Background: an optimization exercise with open tools, aiming at small area, a short achievable clock period and few clock cycles. Do not read the settings as production practice.
The RTL was checked by simulation tests, not by an equivalence proof against the original design.
No activity file was given, so power comes from the tool's default toggle rates.

==> design/flow/design.v <==
module topk_select #(
    parameter N = 16                     
) (
    input             clk,
    input             rst,               
    input             start,
    input      [5:0]  cfg_k,             
    input             cfg_tie,           
    input      [5:0]  cfg_kext,          
    input             in_valid,
    input      [31:0] in_key,
    input      [63:0] in_id,
    output            in_ready,
    input             emit,
    output            out_valid,
    output     [31:0] out_key,
    output     [63:0] out_id,
    output            out_tie,           
    output            out_last,
    output            st_short,          
    output            st_tie_trunc,      
    output            st_nan,            
    output     [5:0]  st_count           
);
    localparam [31:0] PAD_KEY = 32'hFFFF_FFFF;
    localparam [31:0] NAN_KEY = 32'hFFFF_FFFE;
    localparam [63:0] PAD_ID  = 64'hFFFF_FFFF_FFFF_FFFF;
    localparam [1:0] S_IDLE = 2'd0,
                     S_FILL = 2'd1,
                     S_SEL  = 2'd2,
                     S_OUT  = 2'd3;
    reg [1:0]  state;
    reg [5:0]  k;
    reg        tie;
    reg [5:0]  cap;
    reg [31:0] key [0:N-1];
    reg [63:0] id  [0:N-1];
    reg [5:0]  count;
    reg [31:0] drop_key;
    reg [5:0]  n_ret;                    
    reg [5:0]  n_ent;                    
    reg [5:0]  idx;                      
    reg        r_short, r_tie_trunc, r_nan;
    reg [N-1:0] ahead;
    reg [5:0]   pos;
    reg         found;
    integer     i;
    always @* begin
        for (i = 0; i < N; i = i + 1)
            ahead[i] = (in_key < key[i]) ||
                       (in_key == key[i] && in_id < id[i]);
        pos   = count;
        found = 1'b0;
        for (i = N - 1; i >= 0; i = i - 1)
            if (i < count && ahead[i]) begin
                pos   = i;
                found = 1'b1;
            end
    end
    wire        full     = (count == cap);
    wire        accept   = (state == S_FILL) && in_valid && !start && !emit;
    wire        is_pad   = (in_key == PAD_KEY);
    wire        do_ins   = accept && !is_pad && (!full || found);
    wire [31:0] worst    = key[count - 6'd1];
    reg [31:0] key_k;
    reg [5:0]  n_calc;
    reg        short_calc;
    always @* begin
        short_calc = (count < k);
        key_k      = key[k - 6'd1];
        if (short_calc)
            n_calc = count;
        else if (!tie)
            n_calc = k;
        else begin
            n_calc = 6'd0;
            for (i = 0; i < N; i = i + 1)
                if (i < count && key[i] <= key_k)
                    n_calc = n_calc + 6'd1;
        end
    end
    always @(posedge clk) begin
        if (rst) begin
            state <= S_IDLE;
            count <= 6'd0;
        end else begin
            case (state)
            S_IDLE, S_FILL: begin
                if (start) begin
                    state    <= S_FILL;
                    k        <= cfg_k;
                    tie      <= cfg_tie;
                    cap      <= cfg_tie ? cfg_kext : cfg_k;
                    count    <= 6'd0;
                    drop_key <= PAD_KEY;
                end else if (state == S_FILL && emit) begin
                    state <= S_SEL;
                end else if (accept && !is_pad) begin
                    if (!full) begin
                        count <= count + 6'd1;
                    end else if (found) begin
                        if (worst < drop_key)
                            drop_key <= worst;
                    end else begin
                        if (in_key < drop_key)
                            drop_key <= in_key;
                    end
                end
            end
            S_SEL: begin
                state       <= S_OUT;
                idx         <= 6'd0;
                n_ret       <= n_calc;
                n_ent       <= (n_calc > k) ? n_calc : k;
                r_short     <= short_calc;
                r_tie_trunc <= tie && !short_calc && (drop_key == key_k);
                r_nan       <= (n_calc != 6'd0) &&
                               (key[n_calc - 6'd1] == NAN_KEY);
            end
            S_OUT: begin
                idx <= idx + 6'd1;
                if (idx == n_ent - 6'd1)
                    state <= S_IDLE;
            end
            endcase
        end
    end
    always @(posedge clk) begin
        if (do_ins) begin
            if (pos == 6'd0) begin
                key[0] <= in_key;
                id[0]  <= in_id;
            end
            for (i = 1; i < N; i = i + 1) begin
                if (i == pos) begin
                    key[i] <= in_key;
                    id[i]  <= in_id;
                end else if (i > pos) begin
                    key[i] <= key[i-1];
                    id[i]  <= id[i-1];
                end
            end
        end
    end
    wire real_ent = (idx < n_ret);
    assign in_ready     = (state == S_FILL);
    assign out_valid    = (state == S_OUT);
    assign out_key      = real_ent ? key[idx] : PAD_KEY;
    assign out_id       = real_ent ? id[idx]  : PAD_ID;
    assign out_tie      = real_ent && (idx >= k);
    assign out_last     = out_valid && (idx == n_ent - 6'd1);
    assign st_short     = r_short;
    assign st_tie_trunc = r_tie_trunc;
    assign st_nan       = r_nan;
    assign st_count     = n_ret;
endmodule
==> design/flow/run.sh <==
#!/bin/bash
# synth_recipe.tcl (not shown) runs the flow's synth.tcl, then flattens the netlist and writes it again
# the make line also repeats each setting of config.mk as NAME=value (left out here)
make -C /OpenROAD-flow-scripts/flow DESIGN_CONFIG=/design/flow/config.mk WORK_HOME=/design/flow/orfs CLKGATE_MAP_FILE= SYNTH_SCRIPT=/design/flow/synth_recipe.tcl finish
==> design/flow/config.mk <==
export PLATFORM = sky130hd
export DESIGN_NAME = topk_select
export DESIGN_NICKNAME = topk_select
export VERILOG_FILES = /design/flow/design.v
export SDC_FILE = /design/flow/constraint.sdc
export NUM_CORES = 8
export LEC_CHECK = 0
export CAP_MARGIN = 20
export CORE_MARGIN = 2
export CORE_UTILIZATION = 25
export PLACE_DENSITY = 0.35
export SLEW_MARGIN = 20
==> design/flow/constraint.sdc <==
create_clock -name core_clock -period 40.0 [get_ports {clk}]
set_input_delay 8.0000 -clock core_clock [delete_from_list [all_inputs] [get_ports {clk}]]
set_output_delay 8.0000 -clock core_clock [all_outputs]
set_load 0.01 [all_outputs]
==> run summary <==
Critical Path Max Stage Delay 1.03 ns; critical path capture point type flop; Top FF cell, synth edfxtp_1; CTS Buf Count 226; Peak supply drop 0.00003810 V; syn_area_per_cell 9.826 sq um; Logic pwr share 16.2%; worst-skew pair later-pin latency 1.07 ns; outcome finished clean; Pins Over Slew Limit 0; Gates resized, CTS repair 0; Initial DRT Pass Iterations 12; ratio of cells with drive above 1 in the final layout 17.26%; Syn Nets 16480; Final Cycle Share 51.16%; Power Total 4.671 mW; drt total wl 1000 mm; crit path kind reg2reg; Vias 135100; CP delay by family, top compound AO/OA/AOI/OAI gates; RSZ-0062 raised after global routing false; initial antenna violation count 131; Seq cells post-synth 1610; warnings from Yosys 3; CTS clock-pin slew for the worst setup and hold paths 0.07 ns; I/O pins 223; P_leak 67.65 nW; Critical path buffers and inverters 7; headroom to the max-slew limit 8.199%; Pwr per Cell Area 28.57 nW/um^2; CP dominant cell by count ha_1; first-pass GRT wire length 1291 mm; DPL Wire Length 712.4 mm; fraction of registers with async set/reset 0%; area grow syn2layout 16.71%; worst min-delay path category reg2reg; sequential share of power 40.5%; Design Area, Final 163500 sq um; Final Hold Vio Count 0; MaxCap Viol Count 0; sequential cell area fraction in the yosys report 34.45%; vias per cell 5.995; number of setup buffers added after CTS 0; Sw Share 31.45%; critical path launch point k[2]$_DFFE_PP_; Int Power 3.202 mW; Post-synth EDFFs 1602; CORE AREA 557400 sq um; P_sw 1.469 mW; Root Driver clkbuf_16; pre-CTS setup slack 20.23 ns; Setup TNS 0 ns; Initial Utilization 25.13%; worst clock skew 0.1523 ns; hold-critical path depth 1; Max FO, Critical Path 34; die width 752.6 microns; CTS Sinks 1610; # H-tree levels 4; Die Area 566400 sq um; Syn Inst Count 14260; Clk network pwr share 43.4%; largest net degree at the start of global routing 116; Crit Reg-Reg Endpoint r_nan$_DFFE_PP_; # rows 274; routed len/inst 44.40 microns; WP data arrival 21.30 ns; Crit path required time 40.83 ns; Die Ht 752.6 microns; Final min period 20.47 ns; Tot GR Track Use 33.81%; vias in the first global route 127000; Setup WS post-layout 19.53 ns; CTS Hold Bufs 0; placed cell area 156400 sq um; worst slew pin tran 1.377 ns; gr ovfl total 0; initial drt markers 20600; final setup fails 0; Reg2Reg Depth 76; input/output buffers 222; DRC viols 0; achievable frequency 0.04886 GHz; Layout Nets 17060; TritonCTS clock tree done; post-synth cell types 117; worst reg2reg setup slack 19.53 ns; Routability Congestion 1.089; Hold Path Sink id[1][44]$_DFFE_PP_; CTS Buffer Depth 4; Post-DRT Antenna Nets 0; number of fill cells 58970; RR Startpoint k[2]$_DFFE_PP_; min-delay src id[0][44]$_DFFE_PP_; CP max stage cell nand2_1; Synth Cell Area 140100 sq um; CP Launch Type flop
==> logic make-up (layout without fill, tap and decap cells) <==
logic type,Yosys count,after routing,share of synthesized area (%)
DFF,1610,1610,34.45
xor gates and xnor gates,127,127,0.9557
adders and majority gates,2116,2116,18.89
buffers and inverters,2372,3124,6.419
muxes,1189,1189,9.523
AOI/OAI and AO/OA,3791,3791,18.25
other,0,67,0
and+or+nand+nor,3052,3052,11.51
==> metrics by stage <==
stage / hold slack (ns) / utilization (%) / cells
after floorplan: 0.5256 / - / 14260
after global placement: 0.5602 / 28.03 / 22050
after detailed placement: 0.5725 / 28.05 / 22050
after CTS: 0.5286 / 29.29 / 22460
after global routing: 0.5598 / 29.30 / 22470
final: 0.5299 / 29.33 / 22530
==> power groups by stage <==
stage | logic, mW | clock network, mW | registers (mW)
after detailed placement | 0.729 | 0 | 1.92
after global routing | 0.799 | 2.11 | 1.89
after floorplan | 0.357 | 0 | 1.92
final | 0.755 | 2.03 | 1.89
after global placement | 0.732 | 0 | 1.93
after CTS | 0.733 | 2.05 | 1.89
==> registers in the layout, summed over array words and instances (netlist names) <==
signal,flops
count,6
r_tie_trunc,1
n_ret,6
r_short,1
tie,1
drop_key,32
r_nan,1
n_ent,6
k,6
id,1024
key,512
idx,6
cap,6
state,2
==> worst reg2reg max path: cells and delay by family, from the launching register on <==
family / cells / cell delay (ns)
flip-flops: 1 / 0.31
AO/OA/AOI/OAI: 25 / 6.41
multiplexers: 5 / 1.27
buffers and inverters: 7 / 2.51
adder cells (fa/ha/maj): 15 / 4.36
AND/OR/NAND/NOR: 24 / 5.49
==> routing by layer <==
layer	track usage, %	vias to the layer above	wire length, microns
li1	-	55410	-
met1	42.83	68560	405100
met5	0.3620	-	583
met3	9.707	2430	97370
met4	21.17	48	76800
met2	50.38	8616	420300
==> cell type report <==
type	count	area [sq um]	share of cell area (%)
antenna	67	167.7	0.1025
sequential	1610	48270	29.52
timing repair buffer	1086	8727	5.338
clock inverter	136	1067	0.6528
multi-input combinational	10280	83940	51.34
clock buffer	271	5846	3.575
inverter	1631	6150	3.761
tap	7452	9324	5.703
==> layout by cell type (no fill, tap or decap), types with 44 or more instances in the layout <==
| cell | n |
|---|---|
| nor2_1 | 380 |
| a211oi_1 | 56 |
| nand2_1 | 502 |
| diode_2 | 67 |
| nor2b_1 | 310 |
| a221oi_1 | 192 |
| nand4_1 | 470 |
| clkbuf_16 | 227 |
| nor4_1 | 52 |
| a22oi_1 | 659 |
| a21oi_1 | 681 |
| edfxtp_1 | 1602 |
| buf_4 | 849 |
| nand2b_1 | 284 |
| o21ai_0 | 948 |
| xnor2_1 | 86 |
| clkdlybuf4s50_1 | 195 |
| mux2_2 | 1130 |
| nor3_1 | 151 |
| a222oi_1 | 146 |
| inv_1 | 1621 |
| clkbuf_1 | 44 |
| ha_1 | 2108 |
| nand3_1 | 597 |
| a21o_1 | 424 |
| mux2i_1 | 56 |
| clkinv_1 | 71 |
| and3_1 | 47 |
| a22o_1 | 202 |
==> worst max-delay path by stage <==
stage	depth (start not counted)	endpoint
2_1_floorplan	27	id[8][0]$_DFFE_PP_
3_3_place_gp	76	r_nan$_DFFE_PP_
3_5_place_dp	76	r_nan$_DFFE_PP_
4_1_cts	76	r_nan$_DFFE_PP_
5_1_grt	76	r_nan$_DFFE_PP_
6_report	76	r_nan$_DFFE_PP_
==> synthesized netlist by cell type, types with 202 or more instances <==
cell type	n	share of area [%]
nand2_1	507	1.4
o21ai_0	965	3.4
edfxtp_1	1602	34
a21oi_1	692	2.5
nand4_1	470	2.1
nor2b_1	314	1.4
a22o_1	202	1.3
inv_1	1624	4.4
a21o_1	424	2.3
mux2_2	1130	9.1
a22oi_1	659	3.5
nand3_1	599	2.1
nand2b_1	284	1.3
ha_1	2111	19
nor2_1	405	1.1
clkbuf_1	597	1.6
Testbench counts, summed over its fixed seeds: cycles 77,994.

[afterwards: timing with drivers on the ports]
In the flow no input, the clock included, has a driving cell. The finished layout below was timed again as built, in two steps. Step 1, drivers: a clkbuf_16 drives clk and a buf_2 each remaining input, both assumed. Step 2, shift: input delay + t, output delay - t, t = (earliest + latest rising clock arrival at the registers) / 2. This alone moves slack from input paths to output paths. Three values: no drivers, after step 1, after step 2; two values: the first two.
t (ns): 1.124
setup WS [ns]: 19.534 / 19.534 / 19.534
worst setup path after step 2: register to register
worst register clock-pin slew, ns: 0.07 / 0.07
cell pins on the clock port's net: 1
After both steps this run still meets setup and hold. For this run, drivers alone change the setup slack by 0.000 ns; drivers and shift together by 0.000 ns.
